This design comes from an exercise in tuning for small area, a short achievable clock period and few clock cycles on the open sky130 flow, not from production work. No functional check of the RTL was part of this run. Power and IR drop assume default switching activity.

--- flow/run.sh ---
#!/bin/bash
# synth_recipe.tcl (not shown) runs the flow's synth.tcl, then flattens the netlist and writes it again
# the make line also repeats each setting of config.mk as NAME=value (left out here)
make -C /OpenROAD-flow-scripts/flow DESIGN_CONFIG=/design/flow/config.mk WORK_HOME=/design/flow/orfs CLKGATE_MAP_FILE= SYNTH_SCRIPT=/design/flow/synth_recipe.tcl finish
--- flow/config.mk ---
export PLATFORM = sky130hd
export DESIGN_NAME = island_engine
export DESIGN_NICKNAME = island_engine
export VERILOG_FILES = /design/flow/design.v
export SDC_FILE = /design/flow/constraint.sdc
export NUM_CORES = 4
export LEC_CHECK = 0
export CAP_MARGIN = 20
export CORE_MARGIN = 2
export CORE_UTILIZATION = 30
export SLEW_MARGIN = 20
--- flow/constraint.sdc ---
create_clock -name core_clock -period 10.0 [get_ports {clk}]
set_input_delay 2.0000 -clock core_clock [delete_from_list [all_inputs] [get_ports {clk}]]
set_output_delay 2.0000 -clock core_clock [all_outputs]
set_load 0.01 [all_outputs]
--- flow/design.v ---
module island_engine (
    input  wire         clk,
    input  wire         rst,
    input  wire         start_valid,
    output wire         start_ready,
    input  wire [63:0]  node_valid,
    input  wire [63:0]  node_lit,
    input  wire [7:0]   min_lit,
    input  wire [6:0]   lit_min,
    input  wire [7:0]   persist,
    input  wire         rebase,
    input  wire         br_valid,
    output wire         br_ready,
    input  wire [5:0]   br_a,
    input  wire [5:0]   br_b,
    input  wire         br_conn,
    input  wire         br_last,
    output reg          done,
    output reg  [6:0]   count,
    output reg  [6:0]   nlit,
    output reg  [6:0]   nvalid,
    output reg  [15:0]  open_br,
    output reg          eval_valid,
    output reg  [1:0]   kind,
    output reg          island_local,
    output reg  [6:0]   base,
    output reg  [6:0]   ref_count,
    output wire [383:0] root,
    output wire [63:0]  counted
);
    localparam S_IDLE = 3'd0;    
    localparam S_BR   = 3'd1;    
    localparam S_CNT  = 3'd2;    
    localparam S_TAIL = 3'd3;    
    localparam S_POST = 3'd4;    
    reg [2:0] state;
    reg       init;              
    reg [5:0]  lab [0:63];
    reg [63:0] v;
    reg [63:0] l;
    reg [7:0]  min_lit_q;
    reg [6:0]  lit_min_q;
    reg [7:0]  persist_q;
    reg        a_full;
    reg [5:0]  a_a, a_b;
    reg        a_conn, a_last;
    reg        got_last;         
    reg        r_full, r_first, r_used, r_conn, r_last;
    reg [5:0]  r_a, r_b, r_la, r_lb;
    reg        w_join, w_last;
    reg [5:0]  hi_w, lo_w;
    reg        x_join;
    reg [5:0]  hi_x, lo_x;
    localparam T_NONE = 2'd0, T_V = 2'd1, T_L = 2'd2, T_C = 2'd3;
    reg [3:0]  grp [0:7];
    reg [1:0]  g_tag;
    reg [5:0]  g_r;
    reg [6:0]  cnt;
    reg [1:0]  c_tag;
    reg [5:0]  c_r;
    reg [2:0]  ph;               
    reg        pend_rebase;
    reg [7:0]  up;
    reg [7:0]  down;
    assign start_ready = (state == S_IDLE);
    assign br_ready    = !a_full || (state == S_BR && !got_last);
    assign counted     = l;
    genvar gi;
    generate
        for (gi = 0; gi < 64; gi = gi + 1) begin : g_root
            assign root[6*gi +: 6] = lab[gi];
        end
    endgenerate
    integer i, k;
    wire a_go = (state == S_BR) && a_full && !got_last;
    wire [5:0] ua = r_first ? r_a : r_la;
    wire [5:0] ub = r_first ? r_b : r_lb;
    wire       ax = x_join && (ua == hi_x);
    wire       bx = x_join && (ub == hi_x);
    wire [5:0] ua1 = ax ? lo_x : ua;
    wire [5:0] ub1 = bx ? lo_x : ub;
    wire       aw = w_join && (ax ? (lo_x == hi_w) : (ua == hi_w));
    wire       bw = w_join && (bx ? (lo_x == hi_w) : (ub == hi_w));
    wire [5:0] la = aw ? lo_w : ua1;
    wire [5:0] lb = bw ? lo_w : ub1;
    wire       la_gt = (la > lb);
    wire [5:0] hi_u = la_gt ? la : lb;
    wire [5:0] lo_u = la_gt ? lb : la;
    wire       join_u = r_full && r_used && r_conn;
    reg [63:0] eq;
    always @* begin
        for (i = 0; i < 64; i = i + 1)
            eq[i] = (lab[i] == hi_w);
    end
    wire        cnt_go = (state == S_CNT) && (v != 64'd0);
    wire [63:0] v_left = v & ~eq;
    reg  [5:0]  first_left;
    always @* begin
        first_left = 6'd0;
        for (i = 63; i >= 0; i = i - 1)
            if (v_left[i]) first_left = i[5:0];
    end
    reg  [5:0]  first_v;
    always @* begin
        first_v = 6'd0;
        for (i = 63; i >= 0; i = i - 1)
            if (v[i]) first_v = i[5:0];
    end
    wire [63:0] pc_in = (ph == 3'd0) ? v : (ph == 3'd1) ? l : (l & eq);
    reg  [3:0]  grp_c [0:7];
    always @* begin
        for (i = 0; i < 8; i = i + 1) begin
            grp_c[i] = 4'd0;
            for (k = 0; k < 8; k = k + 1)
                grp_c[i] = grp_c[i] + {3'd0, pc_in[8*i + k]};
        end
    end
    wire [6:0] grp_sum = ({3'd0, grp[0]} + {3'd0, grp[1]}) + ({3'd0, grp[2]} + {3'd0, grp[3]})
                       + ({3'd0, grp[4]} + {3'd0, grp[5]}) + ({3'd0, grp[6]} + {3'd0, grp[7]});
    wire ge = ({1'b0, cnt} >= min_lit_q);
    wire [13:0] lit_pct   = nlit * 7'd100;
    wire [13:0] valid_pct = lit_min_q * nvalid;
    wire        ev_c      = (nvalid != 7'd0) && (lit_pct >= valid_pct);
    reg [7:0] up_n, down_n;
    reg [6:0] ref_n;
    reg [1:0] kind_n;
    always @* begin
        up_n   = (count > ref_count) ? up + 8'd1 : 8'd0;
        down_n = (count < ref_count) ? down + 8'd1 : 8'd0;
        ref_n  = ref_count;
        kind_n = 2'd0;
        if (up_n >= persist_q) begin
            ref_n  = count;
            up_n   = 8'd0;
            kind_n = 2'd1;
        end
        if (down_n >= persist_q) begin
            ref_n  = count;
            down_n = 8'd0;
            kind_n = 2'd2;
        end
    end
    always @(posedge clk) begin
        done <= 1'b0;
        init <= 1'b0;
        if (br_valid && br_ready) begin
            a_full <= 1'b1;
            a_a    <= br_a;
            a_b    <= br_b;
            a_conn <= br_conn;
            a_last <= br_last;
        end else if (a_go) begin
            a_full <= 1'b0;
        end
        if (a_go && a_last)
            got_last <= 1'b1;
        r_full  <= a_go;
        r_first <= init;
        r_a     <= a_a;
        r_b     <= a_b;
        r_la    <= lab[a_a];
        r_lb    <= lab[a_b];
        r_used  <= v[a_a] && v[a_b];
        r_conn  <= a_conn;
        r_last  <= a_go && a_last;
        w_join <= join_u;
        w_last <= r_last;
        hi_w   <= hi_u;
        lo_w   <= lo_u;
        if (r_full && r_used && !r_conn)
            open_br <= open_br + 16'd1;
        x_join <= w_join;
        hi_x   <= hi_w;
        lo_x   <= lo_w;
        for (k = 0; k < 64; k = k + 1) begin
            if (init)
                lab[k] <= k[5:0];
            else if (w_join && eq[k])
                lab[k] <= lo_w;
        end
        for (i = 0; i < 8; i = i + 1)
            grp[i] <= grp_c[i];
        g_tag <= T_NONE;
        if (state == S_BR || state == S_CNT) begin
            if (ph == 3'd0) g_tag <= T_V;
            if (ph == 3'd1) g_tag <= T_L;
        end
        if (cnt_go) g_tag <= T_C;
        g_r   <= hi_w;
        cnt   <= grp_sum;
        c_tag <= g_tag;
        c_r   <= g_r;
        if (c_tag == T_V) nvalid <= cnt;
        if (c_tag == T_L) nlit   <= cnt;
        if (c_tag == T_C && ge) count <= count + 7'd1;
        eval_valid <= ev_c;
        if (ph != 3'd7) ph <= ph + 3'd1;
        for (k = 0; k < 64; k = k + 1) begin
            if (cnt_go && eq[k])
                l[k] <= 1'b0;
            else if (c_tag == T_C && c_r == k[5:0])
                l[k] <= ge;
        end
        case (state)
            S_IDLE: begin
                if (start_valid) begin
                    v           <= node_valid;
                    l           <= node_lit & node_valid;
                    min_lit_q   <= min_lit;
                    lit_min_q   <= lit_min;
                    persist_q   <= persist;
                    pend_rebase <= pend_rebase | rebase;
                    open_br     <= 16'd0;
                    count       <= 7'd0;
                    got_last    <= 1'b0;
                    init        <= 1'b1;
                    ph          <= 3'd0;
                    state       <= S_BR;
                end
            end
            S_BR: begin
                if (w_last) begin
                    hi_w  <= first_v;
                    state <= S_CNT;
                end
            end
            S_CNT: begin
                if (cnt_go) begin
                    v    <= v_left;
                    hi_w <= first_left;
                    if (v_left == 64'd0)
                        state <= S_TAIL;
                end else begin
                    state <= S_TAIL;
                end
            end
            S_TAIL: begin
                if (g_tag == T_NONE && c_tag != T_C && ph == 3'd7)
                    state <= S_POST;
            end
            S_POST: begin
                if (eval_valid) begin
                    if (pend_rebase) begin
                        pend_rebase  <= 1'b0;
                        base         <= count;
                        ref_count    <= count;
                        up           <= 8'd0;
                        down         <= 8'd0;
                        island_local <= 1'b0;
                        kind         <= 2'd3;
                    end else begin
                        up           <= up_n;
                        down         <= down_n;
                        ref_count    <= ref_n;
                        kind         <= kind_n;
                        island_local <= (ref_n > base);
                    end
                end else begin
                    kind <= 2'd0;
                end
                done  <= 1'b1;
                state <= S_IDLE;
            end
            default: state <= S_IDLE;
        endcase
        if (rst) begin
            state        <= S_IDLE;
            a_full       <= 1'b0;
            r_full       <= 1'b0;
            r_last       <= 1'b0;
            w_join       <= 1'b0;
            w_last       <= 1'b0;
            x_join       <= 1'b0;
            g_tag        <= T_NONE;
            c_tag        <= T_NONE;
            done         <= 1'b0;
            init         <= 1'b0;
            pend_rebase  <= 1'b1;
            up           <= 8'd0;
            down         <= 8'd0;
            base         <= 7'd0;
            ref_count    <= 7'd0;
            island_local <= 1'b0;
        end
    end
endmodule
==> impl_metrics.tcl <==
set metrics [dict create \
    worstPathRequired_ps 10590 \
    wl_um 373100 \
    r2r_cells 28 \
    cts_setup_buffers 0 \
    cts-root-buf "clkbuf_16" \
    gp_congestion 1.144 \
    nets 6533 \
    cts_sinks 736 \
    viasPerCell 6.241 \
    ys_warn_count 4 \
    numCtsBuffers 90 \
    portBuffers 675 \
    p_seq_frac 0.291 \
    min_path_cells 0 \
    switching_share 0.4640 \
    hold_viol_final 0 \
    ir_worst_vdd_mv 0.2257 \
    drc 0 \
    critical_path_class "reg2reg" \
    drt_iter0_markers 7009 \
    synth_xor_area_frac 0.09079 \
    min_path_type "reg2reg" \
    grt_usage 0.4632 \
    worstMarginPinSlew_ps 1330 \
    setup_slack_ps 3295 \
    relSlewSlack 0.09009 \
    post_drt_wl_per_cell_um 45.09 \
    synth_nets 5740 \
    maxCapViolations 0 \
    period_needed_ps 6705 \
    cpPeakStageDelay_ps 650 \
    ys_ff_latch 736 \
    syn_to_final_growth_pct 30.51 \
    ys_seq_area_frac 0.3479 \
    synthesis.area_sq_um 45720 \
    synthArstFlopShare 0 \
    dieWidth_um 394.4 \
    clk_latency_ps 740 \
    ant_nets 0 \
    pwr-share-clk 0.221 \
    setup-tns-final_ps 0 \
    synth-adder-area-share 0.07651 \
    postPlaceCellArea_sq_um 56370 \
    grt_max_degree 113 \
    ys_types 77 \
    status "finished clean" \
    start_util 0.3014 \
    dr_total_vias 51630 \
    cpMaxStageDelayCell "and2_1" \
    crit_path_frequent_cell "a21oi_1" \
    cts_hold_buf 0 \
    finClkSkew_ps 43.56 \
    final_common_cell "nor2_1" \
    synth_flop_cell "dfxtp_1" \
    p_comb_frac 0.488 \
    hold_slack_ps 347.5 \
    dp_hpwl_um 292600 \
    cts_tree "built" \
    reg2reg_setup_slack_ps 3290 \
    grt_pass1_wl_um 480200 \
    synthSimpleGateAreaFrac 0.1817 \
    p_per_area_nw_per_um2 269.4 \
    postCtsResizedCells 0 \
    final_cell_mix "nor2_1 (730), clkdlybuf4s50_1 (674), dfxtp_1 (607), nand2_1 (525), xnor2_1 (341)" \
    synth_cells 5339 \
    pre_cts_ws_ps 3289 \
    synth_area_per_cell_sq_um 8.564 \
    rsz0062_at_grt "no" \
    first_global_vias 48240 \
    synthMuxAreaShare 0.06124 \
    filler_cell_count 15480 \
    fp.dieH_um 394.4 \
    htree_levels 3 \
    clk_path_buf_depth 3 \
    arrival_ps 7290 \
    maxSlewViolCount 0 \
    core-area_sq_um 151700 \
    startpoint_type "register" \
    cp-end-kind "register" \
    dr.pass1.iters 7 \
    rows 143 \
    io_pins 676 \
    synth-edff-count 117 \
    synth_top_family_by_area "compound AO/OA/AOI/OAI gates" \
    crit_fanout 18 \
    total_power_uw 16080 \
    leakage_uw 0.02384 \
    antenna_found_initial 69 \
    clk_pin_slew_ps 60 \
    synth_compound_area_frac 0.2008 \
    fmax_ghz 0.1491 \
    drive_above_1_share 0.1031 \
    finalCritPeriodShare 0.6705 \
    grt-ovfl-total 0 \
    p_int_uw 8618 \
    setup_viol 0 \
    die-area_sq_um 155600 \
    p_switching_uw 7460 \
    design_area_sq_um 59670 \
]
-- worst max-delay path: cells and delay by family (launching register included) --
family	cells	cell delay, ps
AOI/OAI and AO/OA	15	3290
and+or+nand+nor	8	1440
adders and majority gates	3	800
DFF	1	530
muxes	1	410
buffers and inverters	1	90
-- flip-flops by register name, indices dropped and copies added, names as in the netlist, 8 cells and up --
signal,flops
l,64
open_br,16
persist_q,8
up,8
min_lit_q,8
v,64
lab,384
grp,32
down,8
-- Yosys cell counts, drive strengths merged, types with 28 or more instances --
master	n	area (sq um)
ha	150	1877
a22o	75	656.9
nand4	122	763.2
mux4	43	968.4
buf	69	337.8
nand2	526	1974
xnor2	341	2987
and3	60	375.4
a32oi	28	245.2
xor2	133	1165
nand3	131	655.6
and2	34	212.7
nand2b	29	181.4
fa	81	1622
nor2	755	2834
nor3	79	395.4
clkbuf	216	810.8
edfxtp	117	3513
o21ai	279	1396
nor4	46	287.8
dfxtp	619	12390
a211oi	60	450.4
a22oi	176	1321
nor2b	48	300.3
a21oi	226	1131
inv	191	716.9
mux2i	158	1618
a221oi	82	718.2
a211o	77	674.4
a31o	48	420.4
o211ai	84	630.6
-- cells by family after synthesis --
kind of cell,after synthesis
buffers and inverters,480
AOI/OAI and AO/OA,1325
DFF,736
muxes,220
xor gates and xnor gates,474
and+or+nand+nor,1873
adders and majority gates,231
-- path summary, 6_finish.rpt --
kind                                    end              from
hold / removal               r_conn$_DFF_P_  a_conn$_DFFE_PP_
setup / recovery  island_local$_SDFFE_PP0P_  count[1]$_DFF_P_
setup reg to reg  island_local$_SDFFE_PP0P_  count[1]$_DFF_P_
hold reg to reg              r_conn$_DFF_P_  a_conn$_DFFE_PP_
-- final cells by class --
type                    instances  area (sq um)  area share
diodes                         35         87.58    0.001468
clock buffers                 130          2669     0.04472
clock inverters                38         491.7    0.008240
inverters                     195         740.7     0.01241
multi-input cells            4123         28090      0.4707
flip-flops and latches        736         15950      0.2672
well taps                    2030          2540     0.04256
repair buffers                986          9114      0.1527
-- power groups by stage --
stage	clock [uW]	sequential (uW)	combinational [uW]
after floorplan	0	4080	4900
after global placement	0	4660	7520
after detailed placement	0	4670	7680
after CTS	3590	4610	7720
after global routing	3700	4660	8420
final	3560	4670	7850
-- through the flow --
stage,std cells,util
after detailed placement,8065,0.3715
after CTS,8233,0.3924
after global routing,8246,0.3929
after floorplan,5339,-
after global placement,8064,0.3714
final,8273,0.3933
-- routing by layer --
metal	global-route usage	wire length, um	share of wire	vias to the layer above
li1	-	-	-	20940
met1	0.5610	141500	0.38	25790
met2	0.6815	155900	0.42	3909
met3	0.1439	40980	0.11	972
met4	0.3599	34580	0.093	24
met5	0	158	0.00042	-

afterwards: timing with drivers on the ports:
The results above use ideal ports. As a check the final layout listed here was re-extracted and re-timed, cells and wires unchanged.
Step 1, drivers: a clkbuf_16 drives clk and a buf_2 each remaining input, both assumed.
Step 2 moves the port delays by t, midway between the first and last clock arrival at a register: inputs arrive t later, outputs are due t later. That takes back most of the time a late clock gives input paths.
Slacks: ideal ports / drivers / drivers and shift; pairs: ideal ports / drivers.
shift t [ns]: 0.813
slack for setup (ns): 3.295 / 3.295 / 3.295
worst setup path after step 2: register to register
After both steps this run still meets setup and hold. The setup slack of this run moves by 0.000 ns with the drivers and by 0.000 ns with both steps.
